This is an optimization exercise on Yosys and OpenROAD, whose aim is small area and a short achievable clock period, not a production implementation. The RTL was checked by simulation tests, not by an equivalence proof against the original design. Power figures rest on the tool's default switching activity, not on a simulated workload.

==> design/flow/design.v <==
module cp_lzc #(
    parameter W  = 32,
    parameter LW = 5
) (
    input  wire [W-1:0]  x,
    output wire [LW-1:0] n
);
    localparam P = 1 << LW;
    wire [P-1:0] xp = {x, {(P-W){1'b1}}};
    genvar l, i;
    generate
        for (l = 1; l <= LW; l = l + 1) begin : lv
            wire [(P>>l)-1:0]   v;
            wire [(P>>l)*l-1:0] c;
        end
        for (i = 0; i < P / 2; i = i + 1) begin : l1
            assign lv[1].v[i] = xp[2*i+1] | xp[2*i];
            assign lv[1].c[i] = ~xp[2*i+1];
        end
        for (l = 2; l <= LW; l = l + 1) begin : lvl
            for (i = 0; i < (P >> l); i = i + 1) begin : nd
                wire         vh = lv[l-1].v[2*i+1];
                wire         vl = lv[l-1].v[2*i];
                wire [l-2:0] ch = lv[l-1].c[(2*i+1)*(l-1) +: (l-1)];
                wire [l-2:0] cl = lv[l-1].c[(2*i)*(l-1) +: (l-1)];
                assign lv[l].v[i] = vh | vl;
                assign lv[l].c[i*l +: l] = vh ? {1'b0, ch} : {1'b1, cl};
            end
        end
    endgenerate
    assign n = lv[LW].c;
endmodule
module cp_pipe #(
    parameter W = 1,
    parameter R = 1
) (
    input  wire         clk,
    input  wire [W-1:0] d,
    output wire [W-1:0] q
);
    generate
        if (R) begin : g_reg
            reg [W-1:0] r;
            always @(posedge clk) r <= d;
            assign q = r;
        end else begin : g_wire
            assign q = d;
        end
    endgenerate
endmodule
module fp32_add #(
    parameter       CW  = 1,
    parameter [4:0] CUT = 5'b00000
) (
    input  wire          clk,
    input  wire [31:0]   a,
    input  wire [31:0]   b,
    input  wire [CW-1:0] ci,
    output wire [31:0]   sum,
    output wire [CW-1:0] co
);
    wire        a_big = (a[30:0] >= b[30:0]);
    wire [31:0] big   = a_big ? a : b;
    wire [31:0] sml   = a_big ? b : a;
    wire        bz    = (big[30:23] == 8'd0);
    wire        sz    = (sml[30:23] == 8'd0);
    wire [7:0]  eb    = {big[30:24], big[23] | bz};
    wire [7:0]  es    = {sml[30:24], sml[23] | sz};
    wire [7:0]  d     = eb - es;
    wire a_nan = (a[30:23] == 8'hFF) && (a[22:0] != 23'd0);
    wire b_nan = (b[30:23] == 8'hFF) && (b[22:0] != 23'd0);
    wire a_inf = (a[30:23] == 8'hFF) && (a[22:0] == 23'd0);
    wire b_inf = (b[30:23] == 8'hFF) && (b[22:0] == 23'd0);
    wire nan   = a_nan || b_nan || (a_inf && b_inf && (a[31] != b[31]));
    wire inf   = (big[30:23] == 8'hFF);
    wire zs    = a[31] & b[31];
    wire [CW+66:0] b1d = {ci, big[31], eb, ~bz, big[22:0], ~sz, sml[22:0], big[31] ^ sml[31],
                          (d >= 8'd27), d[4:0], nan, inf, zs};
    wire [CW+66:0] b1q;
    cp_pipe #(.W(CW+67), .R(CUT[0])) p1 (.clk(clk), .d(b1d), .q(b1q));
    wire [CW-1:0] c2;
    wire        s2, sub2, dbig2, nan2, inf2, zs2;
    wire [7:0]  eb2;
    wire [23:0] mb2, ms2;
    wire [4:0]  d2;
    assign {c2, s2, eb2, mb2, ms2, sub2, dbig2, d2, nan2, inf2, zs2} = b1q;
    wire [26:0] sh    = {ms2, 3'd0} >> d2;
    reg  [23:0] lost;
    integer k;
    always @* for (k = 0; k < 24; k = k + 1) lost[k] = (k + 3 < d2);
    wire        stk   = |(ms2 & lost);
    wire [26:0] al    = dbig2 ? {26'd0, |ms2} : {sh[26:1], sh[0] | stk};
    wire [CW+63:0] b2d = {c2, s2, eb2, mb2, al, sub2, nan2, inf2, zs2};
    wire [CW+63:0] b2q;
    cp_pipe #(.W(CW+64), .R(CUT[1])) p2 (.clk(clk), .d(b2d), .q(b2q));
    wire [CW-1:0] c3;
    wire        s3, sub3, nan3, inf3, zs3;
    wire [7:0]  eb3;
    wire [23:0] mb3;
    wire [26:0] al3;
    assign {c3, s3, eb3, mb3, al3, sub3, nan3, inf3, zs3} = b2q;
    wire [27:0] S     = sub3 ? ({1'b0, mb3, 3'd0} - {1'b0, al3}) : ({1'b0, mb3, 3'd0} + {1'b0, al3});
    wire [CW+39:0] b3d = {c3, s3, eb3, S, nan3, inf3, zs3};
    wire [CW+39:0] b3q;
    cp_pipe #(.W(CW+40), .R(CUT[2])) p3 (.clk(clk), .d(b3d), .q(b3q));
    wire [CW-1:0] c4;
    wire        s4, nan4, inf4, zs4;
    wire [7:0]  eb4;
    wire [27:0] S4;
    assign {c4, s4, eb4, S4, nan4, inf4, zs4} = b3q;
    wire [31:0] mark  = (eb4 < 8'd28) ? (32'h8000_0000 >> eb4) : 32'd0;
    wire [4:0]  L;
    cp_lzc #(.W(28), .LW(5)) u_lz (.x(S4 | mark[31:4]), .n(L));
    wire [CW+45:0] b4d = {c4, s4, eb4, S4, L, nan4, inf4, zs4, S4 == 28'd0};
    wire [CW+45:0] b4q;
    cp_pipe #(.W(CW+46), .R(CUT[3])) p4 (.clk(clk), .d(b4d), .q(b4q));
    wire [CW-1:0] c5;
    wire        s5, nan5, inf5, zsx5, z5;
    wire [7:0]  eb5;
    wire [27:0] S5;
    wire [4:0]  L5;
    assign {c5, s5, eb5, S5, L5, nan5, inf5, zsx5, z5} = b4q;
    wire [27:0] N     = S5 << L5;
    wire [7:0]  eL    = eb5 - {3'd0, L5};
    wire [CW+40:0] b5d = {c5, s5, eL, N, nan5, inf5, zsx5, z5};
    wire [CW+40:0] b5q;
    cp_pipe #(.W(CW+41), .R(CUT[4])) p5 (.clk(clk), .d(b5d), .q(b5q));
    wire [CW-1:0] c6;
    wire        s6, nan6, inf6, zsx6, z6;
    wire [7:0]  eL6;
    wire [27:0] N6;
    assign {c6, s6, eL6, N6, nan6, inf6, zsx6, z6} = b5q;
    wire        up    = N6[3] & ((|N6[2:0]) | N6[4]);
    wire [31:0] r     = {1'b0, eL6, 23'd0} + {8'd0, N6[27:4]} + {31'd0, up};
    assign sum = nan6 ? 32'h7FC0_0000 :
                 inf6 ? {s6, 8'hFF, 23'd0} :
                 z6 ? {zsx6, 31'd0} :
                 (r[31] || r[30:23] == 8'hFF) ? {s6, 8'hFF, 23'd0} :
                 {s6, r[30:0]};
    assign co = c6;
endmodule
module cp_twosum #(
    parameter       CW  = 1,
    parameter [6:0] CUT = 7'b0000000
) (
    input  wire          clk,
    input  wire [31:0]   a,
    input  wire [31:0]   b,
    input  wire [CW-1:0] ci,
    output wire [31:0]   t,
    output wire [31:0]   er,
    output wire          plain,
    output wire [CW-1:0] co
);
    wire        a_big = (a[30:0] >= b[30:0]);
    wire [31:0] big   = a_big ? a : b;
    wire [31:0] sml   = a_big ? b : a;
    wire        bz    = (big[30:23] == 8'd0);
    wire        sz    = (sml[30:23] == 8'd0);
    wire [7:0]  eb    = {big[30:24], big[23] | bz};
    wire [7:0]  es    = {sml[30:24], sml[23] | sz};
    wire [7:0]  d     = eb - es;
    wire        far   = (d >= 8'd26);
    wire a_nan = (a[30:23] == 8'hFF) && (a[22:0] != 23'd0);
    wire b_nan = (b[30:23] == 8'hFF) && (b[22:0] != 23'd0);
    wire a_inf = (a[30:23] == 8'hFF) && (a[22:0] == 23'd0);
    wire b_inf = (b[30:23] == 8'hFF) && (b[22:0] == 23'd0);
    wire nonfin = (a[30:23] == 8'hFF) || (b[30:23] == 8'hFF);
    wire tnan  = a_nan || b_nan || (a_inf && b_inf && (a[31] != b[31]));
    wire tinfs = a_inf ? a[31] : b[31];
    wire zx    = (b[30:0] == 31'h7F7F_FFFF);
    wire [8:0]  ef    = {sml[31], es};
    wire [6:0]  spec  = {nonfin, tnan, tinfs, zx, b[31], a[31] & b[31], far};
    wire [CW+78:0] b1d = {ci, big[31], eb, ~bz, big[22:0], ~sz, sml[22:0], d[4:0],
                           ~far & (big[31] ^ sml[31]), ef, spec};
    wire [CW+78:0] b1q;
    cp_pipe #(.W(CW+79), .R(CUT[0])) p1 (.clk(clk), .d(b1d), .q(b1q));
    wire [CW-1:0] c2;
    wire        s2, sub2;
    wire [7:0]  eb2;
    wire [23:0] mb2, ms2;
    wire [4:0]  d2;
    wire [8:0]  ef2;
    wire [6:0]  sp2;
    assign {c2, s2, eb2, mb2, ms2, d2, sub2, ef2, sp2} = b1q;
    wire [48:0] bs    = {25'd0, ms2} << (sp2[0] ? 5'd0 : 5'd25 - d2);
    wire [CW+98:0] b2d = {c2, s2, eb2, mb2, bs, sub2, ef2, sp2};
    wire [CW+98:0] b2q;
    cp_pipe #(.W(CW+99), .R(CUT[1])) p2 (.clk(clk), .d(b2d), .q(b2q));
    wire [CW-1:0] c3;
    wire        s3, sub3;
    wire [7:0]  eb3;
    wire [23:0] mb3;
    wire [48:0] bs3;
    wire [8:0]  ef3;
    wire [6:0]  sp3;
    assign {c3, s3, eb3, mb3, bs3, sub3, ef3, sp3} = b2q;
    wire [49:0] S     = sub3 ? ({1'b0, mb3, 25'd0} - {1'b0, bs3}) : ({1'b0, mb3, 25'd0} + {1'b0, bs3});
    wire [CW+74:0] b3d = {c3, s3, eb3, S, ef3, sp3};
    wire [CW+74:0] b3q;
    cp_pipe #(.W(CW+75), .R(CUT[2])) p3 (.clk(clk), .d(b3d), .q(b3q));
    wire [CW-1:0] c4;
    wire        s4;
    wire [7:0]  eb4;
    wire [49:0] S4;
    wire [8:0]  ef4;
    wire [6:0]  sp4;
    assign {c4, s4, eb4, S4, ef4, sp4} = b3q;
    wire [31:0] mark  = (eb4 < 8'd26) ? (32'h8000_0000 >> eb4) : 32'd0;
    wire [4:0]  L;
    cp_lzc #(.W(26), .LW(5)) u_lz (.x(S4[49:24] | mark[31:6]), .n(L));
    wire [CW+80:0] b4d = {c4, s4, eb4, S4, L, ef4, sp4, S4 == 50'd0};
    wire [CW+80:0] b4q;
    cp_pipe #(.W(CW+81), .R(CUT[3])) p4 (.clk(clk), .d(b4d), .q(b4q));
    wire [CW-1:0] c5;
    wire        s5, z5;
    wire [7:0]  eb5;
    wire [49:0] S5;
    wire [4:0]  L5;
    wire [8:0]  ef5;
    wire [6:0]  sp5;
    assign {c5, s5, eb5, S5, L5, ef5, sp5, z5} = b4q;
    wire [49:0] N     = (L5 == 5'd0) ? S5 :
                        (L5 == 5'd1) ? {S5[48:0], 1'b0} :
                        (L5 == 5'd2) ? {S5[47:0], 2'b0} :
                        {S5[49:24] << L5, 24'd0};
    wire [7:0]  eL    = eb5 - {3'd0, L5};
    wire [CW+75:0] b5d = {c5, s5, eL, N, ef5, sp5, z5};
    wire [CW+75:0] b5q;
    cp_pipe #(.W(CW+76), .R(CUT[4])) p5 (.clk(clk), .d(b5d), .q(b5q));
    wire [CW-1:0] c6;
    wire        s6, z6;
    wire [7:0]  eL6;
    wire [49:0] N6;
    wire [8:0]  ef6;
    wire        nonfin6, tnan6, tinfs6, zx6, xs6, zs6, far6;
    assign {c6, s6, eL6, N6, ef6, nonfin6, tnan6, tinfs6, zx6, xs6, zs6, far6, z6} = b5q;
    wire        up    = N6[25] & ((|N6[24:0]) | N6[26]);
    wire [31:0] r     = {1'b0, eL6, 23'd0} + {8'd0, N6[49:26]} + {31'd0, up};
    wire        ovf   = r[31] | (r[30:23] == 8'hFF);
    wire [31:0] t6    = nonfin6 ? (tnan6 ? 32'h7FC0_0000 : {tinfs6, 8'hFF, 23'd0}) :
                        ovf ? {s6, 8'hFF, 23'd0} :
                        z6 ? {zs6, 31'd0} : {s6, r[30:0]};
    wire [25:0] emag  = up ? (26'd0 - N6[25:0]) : N6[25:0];
    wire [7:0]  eLe   = far6 ? ef6[7:0] + 8'd24 : eL6;
    wire        esg   = far6 ? ef6[8] : s6 ^ up;
    wire [CW+69:0] b6d = {c6, t6, nonfin6 | ovf, emag, eLe, esg, zx6, xs6};
    wire [CW+69:0] b6q;
    cp_pipe #(.W(CW+70), .R(CUT[5])) p6 (.clk(clk), .d(b6d), .q(b6q));
    wire [CW-1:0] c7;
    wire [31:0] t7;
    wire        pl7, es7, zx7, xs7;
    wire [25:0] emag7;
    wire [7:0]  eL7;
    assign {c7, t7, pl7, emag7, eL7, es7, zx7, xs7} = b6q;
    wire [4:0]  lz2;
    cp_lzc #(.W(26), .LW(5)) u_lz2 (.x(emag7), .n(lz2));
    wire signed [9:0] f = $signed({2'd0, eL7}) - 10'sd23 - $signed({5'd0, lz2});
    wire [CW+77:0] b7d = {c7, t7, pl7, emag7, lz2, f, es7, zx7, xs7, emag7 == 26'd0};
    wire [CW+77:0] b7q;
    cp_pipe #(.W(CW+78), .R(CUT[6])) p7 (.clk(clk), .d(b7d), .q(b7q));
    wire [CW-1:0] c8;
    wire [31:0] t8;
    wire        pl8, es8, zx8, xs8, ez8;
    wire [25:0] emag8;
    wire [4:0]  lz28;
    wire [9:0]  f8;
    assign {c8, t8, pl8, emag8, lz28, f8, es8, zx8, xs8, ez8} = b7q;
    wire [25:0] en    = emag8 << lz28;
    wire [9:0]  rs    = 10'd1 - f8;
    wire [25:0] esub  = en >> rs[4:0];
    wire [31:0] err   = ez8 ? 32'd0 :
                        $signed(f8) >= 10'sd1 ? {es8, f8[7:0], en[24:2]} : {es8, 8'd0, esub[24:2]};
    wire        zovf  = zx8 && (err[30:0] == 31'h7300_0000) && (err[31] != xs8);
    assign t     = t8;
    assign er    = pl8 ? 32'd0 : zovf ? 32'h7FC0_0000 : err;
    assign plain = pl8;
    assign co    = c8;
endmodule
module cpair_add (
    input  wire        clk,
    input  wire        rst,
    input  wire        in_valid,
    input  wire [63:0] in_pair,      
    input  wire [31:0] in_x,
    output reg         out_valid,
    output reg  [63:0] out_pair,
    output reg  [31:0] out_value
);
    localparam [6:0] TS_CUT = 7'b1010101;
    localparam [4:0] E_CUT  = 5'b10101;
    localparam [4:0] V_CUT  = 5'b10101;
    localparam NREG = 2 + 1 + 1 + TS_CUT[0] + TS_CUT[1] + TS_CUT[2] + TS_CUT[3] + TS_CUT[4] + TS_CUT[5] + TS_CUT[6]
                    + E_CUT[0] + E_CUT[1] + E_CUT[2] + E_CUT[3] + E_CUT[4]
                    + V_CUT[0] + V_CUT[1] + V_CUT[2] + V_CUT[3] + V_CUT[4];
    reg [31:0] s0, e0, x0;
    always @(posedge clk) begin
        s0 <= in_pair[31:0];
        e0 <= in_pair[63:32];
        x0 <= in_x;
    end
    wire [31:0] t1, er1, e1;
    wire        pl1;
    cp_twosum #(.CW(32), .CUT(TS_CUT)) u_ts (
        .clk(clk), .a(s0), .b(x0), .ci(e0), .t(t1), .er(er1), .plain(pl1), .co(e1));
    reg [31:0] t2, er2, e2;
    always @(posedge clk) begin
        t2  <= t1;
        er2 <= er1;
        e2  <= pl1 ? 32'd0 : e1;
    end
    wire [31:0] en3, t3;
    fp32_add #(.CW(32), .CUT(E_CUT)) u_e (.clk(clk), .a(e2), .b(er2), .ci(t2), .sum(en3), .co(t3));
    reg [31:0] t4, en4;
    always @(posedge clk) begin
        t4  <= t3;
        en4 <= en3;
    end
    wire [31:0] val5;
    wire [63:0] pair5;
    fp32_add #(.CW(64), .CUT(V_CUT)) u_v (.clk(clk), .a(t4), .b(en4), .ci({en4, t4}), .sum(val5), .co(pair5));
    always @(posedge clk) begin
        out_pair  <= pair5;
        out_value <= val5;
    end
    reg [NREG-2:0] vp;
    always @(posedge clk) begin
        if (rst) begin
            vp        <= {(NREG-1){1'b0}};
            out_valid <= 1'b0;
        end else begin
            vp        <= {vp[NREG-3:0], in_valid};
            out_valid <= vp[NREG-2];
        end
    end
endmodule
==> design/flow/run.sh <==
#!/bin/bash
# synth_recipe.tcl (not shown) runs the flow's synth.tcl, then flattens the netlist and writes it again
# the make line also repeats each setting of config.mk as NAME=value (left out here)
make -C /OpenROAD-flow-scripts/flow DESIGN_CONFIG=/design/flow/config.mk WORK_HOME=/design/flow/orfs CLKGATE_MAP_FILE= SYNTH_SCRIPT=/design/flow/synth_recipe.tcl finish
==> design/flow/config.mk <==
export PLATFORM = sky130hd
export DESIGN_NAME = cpair_add
export DESIGN_NICKNAME = cpair_add
export VERILOG_FILES = /design/flow/design.v
export SDC_FILE = /design/flow/constraint.sdc
export NUM_CORES = 4
export LEC_CHECK = 0
export CAP_MARGIN = 20
export CORE_MARGIN = 2
export CORE_UTILIZATION = 55
export CTS_CLUSTER_DIAMETER = 80
export CTS_CLUSTER_SIZE = 30
export SLEW_MARGIN = 20
==> design/flow/constraint.sdc <==
create_clock -name core_clock -period 22.0 [get_ports {clk}]
set_input_delay 4.4000 -clock core_clock [delete_from_list [all_inputs] [get_ports {clk}]]
set_output_delay 4.4000 -clock core_clock [all_outputs]
set_load 0.01 [all_outputs]
==> impl_table.tex <==
\begin{tabular}{lr}
\hline
Metric & Value \\
\hline
\multicolumn{2}{l}{\textbf{CTS}} \\
\quad Clock tree from TritonCTS & done \\
\quad Number of buffers inserted by post-CTS setup repair & 0 \\
\quad Maximum clock path buffer count & 3 \\
\quad Total of hold buffers inserted after clock tree synthesis & 0 \\
\quad Clock latency on the worst-skew pair & 0.69 ns \\
\quad Number of buffers created by CTS & 68 \\
\quad Sinks on Clock Net & 1,386 \\
\quad Clock-pin slew reported for the worst setup and hold paths after clock tree synthesis & 0.10 ns \\
\quad Clock root buffer master & clkbuf\_16 \\
\quad CTS H-Tree Depth & 3 \\
\quad Total of cells resized after clock tree synthesis & 0 \\
\multicolumn{2}{l}{\textbf{Finish}} \\
\quad Net total in the final layout & 7,125 \\
\quad Non-filler cells, final & roughly 8,300 \\
\quad Share of post-route cells with drive strength above 1 & about 6.5\% \\
\quad Count of inserted antenna diode cells & 0 \\
\quad Filler cell count in the final layout & 9,826 \\
\quad Signed area change from the synthesized netlist to the final layout & 8.54\% \\
\quad Final standard cell utilization of the core & 60.3\% \\
\multicolumn{2}{l}{\textbf{Global route}} \\
\quad GR Util All Layers & 28.2\% \\
\quad Via count of the first global-routing pass & between 40,000 and 50,000 \\
\quad Largest net degree at the start of global routing & 85 \\
\quad Gr ovfl total & 0 \\
\quad Antenna violations before repair & 3 \\
\quad First-pass GRT wire length & between 200,000 and 300,000 um \\
\multicolumn{2}{l}{\textbf{STA}} \\
\quad Worst relative slew slack & between 20\% and 30\% \\
\quad Tightest Pin Transition & 1.11 ns \\
\quad Max Slew Vio Count & 0 \\
\quad Setup violation total in the final timing report & 0 \\
\quad Fmax achieved & roughly 0.16 GHz \\
\quad Unrepaired setup endpoints after global routing & no \\
\quad Clock tree skew after final layout & roughly 0.035 ns \\
\quad Final clock period utilization by the worst path & $\sim$28\% \\
\quad Worst setup slack after layout & about 16 ns \\
\quad Min Clock Period, post-route & $\sim$6.2 ns \\
\quad Fin. Hold Viols & 0 \\
\quad Setup tns final & 0 ns \\
\multicolumn{2}{l}{\textbf{Power}} \\
\quad Sequential Power Share & just under 40\% \\
\quad Switching fraction of total power & 43.1\% \\
\quad Worst IR Drop VDD & between 0.09 and 0.1 mV \\
\quad Total Power & $\sim$11 mW \\
\quad Static Leak & 28.3 nW \\
\quad Power share of the clock group & 13.7\% \\
\quad Combinational share of power & between 40\% and 50\% \\
\quad Cell-internal power & 6.21 mW \\
\quad P\_sw & between 4 and 5 mW \\
\quad Power density of the placed cells & 161 nW/um\^{}2 \\
\multicolumn{2}{l}{\textbf{Synth}} \\
\quad Syn nets & approximately 7,000 \\
\quad Synthesis-stage register bit count & between 1,000 and 1,500 \\
\quad Synthesized area & 62,500 um\^{}2 \\
\quad Share of Yosys cell area claimed by the top area cell type & between 40\% and 50\% \\
\quad Proportion of synthesized chip area in sequential cells & 44.4\% \\
\quad Post-synthesis async set-or-reset flop share & 0\% \\
\quad Gate count of the mapped netlist & 6,732 \\
\quad Count leader, synth & dfxtp\_1 \\
\quad Avg Synthesized Cell Area & a little over 9 um\^{}2 \\
\quad Cell taking the most area after synthesis & dfxtp\_1 \\
\quad Number of synthesized flops with an enable pin & 0 \\
\quad Library cells used by synthesis & between 100 and 150 \\
\quad Most numerous cell types in the synthesized netlist & 1,386 x dfxtp\_1, 603 x nand2\_1, 555 x nor2\_1 \\
\quad Top area cells in the synthesized netlist & dfxtp\_1 44\%, ha\_1 5.7\%, mux2i\_1 5.4\%, nand2\_1 3.6\%, nor2\_1 3.3\% \\
\quad Synth Warn \# & 13 \\
\quad Most frequently used flop master after synthesis & dfxtp\_1 \\
\multicolumn{2}{l}{\textbf{Critical path}} \\
\quad Data required time at the worst endpoint & between 20 and 25 ns \\
\quad Length in cells of the worst reg-to-reg path & 22 \\
\quad Worst setup path category & reg2reg \\
\quad R2R setup slack & about 16 ns \\
\quad Crit. End Element & flip-flop \\
\quad Critical Path Source Type & flip-flop \\
\quad Max FO, Critical Path & 19 \\
\quad Data arrival time at the worst-slack endpoint & between 6 and 7 ns \\
\multicolumn{2}{l}{\textbf{Place}} \\
\quad Placed Instances & 8,166 \\
\quad Final HPWL from detailed placement & between 100,000 and 150,000 um \\
\quad Port Buffers & 195 \\
\quad Routability Congestion & roughly 0.98 \\
\quad Post-Place Worst Slack & between 15 and 20 ns \\
\multicolumn{2}{l}{\textbf{Floorplanning}} \\
\quad Die area & roughly 120,000 um\^{}2 \\
\quad Starting utilization of the core area & 55.5\% \\
\quad Die Span Y & between 300 and 400 um \\
\quad Row count & approximately 120 \\
\quad Number of top-level pins & approximately 200 \\
\quad Die boundary width & 341 um \\
\quad Floorplan core area & around 110,000 um\^{}2 \\
\multicolumn{2}{l}{\textbf{Hold path}} \\
\quad Cell depth of the worst min-delay path & 0 \\
\quad Worst min path class & reg2reg \\
\multicolumn{2}{l}{\textbf{Detailed routing}} \\
\quad Detailed-router iteration count before antenna repair & 6 \\
\quad Residual antenna-violating net count after detailed routing & 0 \\
\quad Post-detailed-route DRC marker count & 0 \\
\quad Vias per cell & between 5 and 6 \\
\quad Average detailed-routed wire length per instance & slightly above 20 um \\
\quad DR iter-0 viols & approximately 4,400 \\
\quad Wirelength, routed & 169,000 um \\
\quad Via count & between 40,000 and 50,000 \\
\multicolumn{2}{l}{\textbf{Status}} \\
\quad Run status & no timing/DRC/antenna violations \\
\multicolumn{2}{l}{\textbf{Run}} \\
\quad Max-capacitance violation count & 0 \\
\hline
\end{tabular}
path summary, 6_finish.rpt:
kind	from	endpoint
setup / recovery	x0[25]$_DFF_P_	u_ts.p1.g_reg.r[16]$_DFF_P_
hold / removal	u_v.p3.g_reg.r[2]$_DFF_P_	u_v.p5.g_reg.r[3]$_DFF_P_
setup reg to reg	x0[25]$_DFF_P_	u_ts.p1.g_reg.r[16]$_DFF_P_
hold reg to reg	u_v.p3.g_reg.r[2]$_DFF_P_	u_v.p5.g_reg.r[3]$_DFF_P_
kinds of logic (layout without fill, tap and decap cells):
family                     count (synthesis)  count (layout)  share of synthesized area, %
xor gates and xnor gates                 251             251                          3.52
muxes                                    523             523                          10.2
and+or+nand+nor                         2109            2109                          16.3
buffers and inverters                    684             723                          4.24
adders and majority gates                290             290                          5.89
DFF                                     1386            1386                          44.4
AOI/OAI and AO/OA                       1489            1489                          15.5
per-layer routing:
metal | share of wire (%) | GRT usage (%) | up-vias
met5 | 0.0077 | 0 | -
met4 | 4.1 | 10.4 | 2
li1 | - | - | 23912
met1 | 44 | 38.0 | 23421
met2 | 46 | 46.3 | 1781
met3 | 6.0 | 3.93 | 335
per-stage QoR:
step	hold slack (ns)	instance area (um^2)
2_1_floorplan	0.310	62500
3_3_place_gp	0.310	65500
3_5_place_dp	0.312	65500
4_1_cts	0.312	67800
5_1_grt	0.325	67800
6_report	0.317	67800
worst max-delay path, stage by stage, from the launching register on:
cell	delay [ns]
dfxtp_1	0.43
inv_1	0.10
ha_1	0.46
nand2_1	0.12
or4_1	0.51
nor3_1	0.27
inv_1	0.08
a31oi_1	0.62
nor3_2	0.33
nand2_1	0.17
o21ai_0	0.13
nor4_1	0.51
nand4_1	0.21
nand2_1	0.13
ha_1	0.18
inv_1	0.05
ha_1	0.18
and2_1	0.15
a2111oi_0	0.89
nor4_1	0.14
a31oi_1	0.20
nand3_1	0.11
and3_1	0.18
state kept, by name (all words and copies together) (netlist names), 73 cells and up:
signal / flops
u_v.p1.g_reg.r: 131
u_ts.p1.g_reg.r: 111
u_ts.p7.g_reg.r: 110
u_ts.p5.g_reg.r: 108
u_ts.p3.g_reg.r: 107
u_v.p5.g_reg.r: 105
u_v.p3.g_reg.r: 104
u_e.p1.g_reg.r: 99
u_e.p5.g_reg.r: 73
power by group through the flow:
stage                     sequential [mW]  combinational (mW)  clock (mW)
after detailed placement             4.29                5.09           0
after global placement               4.27                5.09           0
final                                4.24                5.19        1.50
after floorplan                      3.96                3.71           0
after CTS                            4.23                5.12        1.55
after global routing                 4.34                5.67        1.64
area by class of cell:
type	instances	area [um^2]	share of cell area (%)
Sequential cell	1386	27800	40.9
Clock buffer	71	1730	2.56
Multi-Input combinational cell	4662	32100	47.4
Clock inverter	34	571	0.842
Inverter	373	1400	2.07
Timing Repair Buffer	245	2330	3.43
Tap cell	1500	1880	2.77
layout by cell type, fill, tap and decap left out, drive strengths merged, types with 45 or more instances in the layout:
master         count
a21o              97
clkbuf            71
nor4             110
a21oi            353
nor2             555
a211oi            55
nor2b            108
nand4             93
buf               50
and2              45
nor3             156
nand2b            55
nand3            147
or2               46
mux4              78
o31ai             50
dfxtp           1386
inv              385
ha               283
mux2             109
mux2i            336
o21ai            390
and3              49
nand2            603
clkdlybuf4s50    195
xor2             110
xnor2            141
a31oi             99

==> afterwards: timing with drivers on the ports <==
The results above use ideal ports. As a check the final layout listed here was re-extracted and re-timed, cells and wires unchanged. Step 1 sets driving cells, clkbuf_16 on the clock port and buf_2 on the other inputs (assumed; they add their load-dependent delay and slew). Step 2, shift: input delay + t, output delay - t, t = (earliest + latest rising clock arrival at the registers) / 2. This alone moves slack from input paths to output paths. a / b / c = no drivers / after step 1 / after step 2; a / b = the first two.
t (ns): 0.748
setup WS [ns]: 15.773 / 15.773 / 15.773
pins driven straight from the clock port: 1
After both steps setup and hold are still met in this run. For this run, drivers alone change the setup slack by 0.000 ns; drivers and shift together by 0.000 ns.
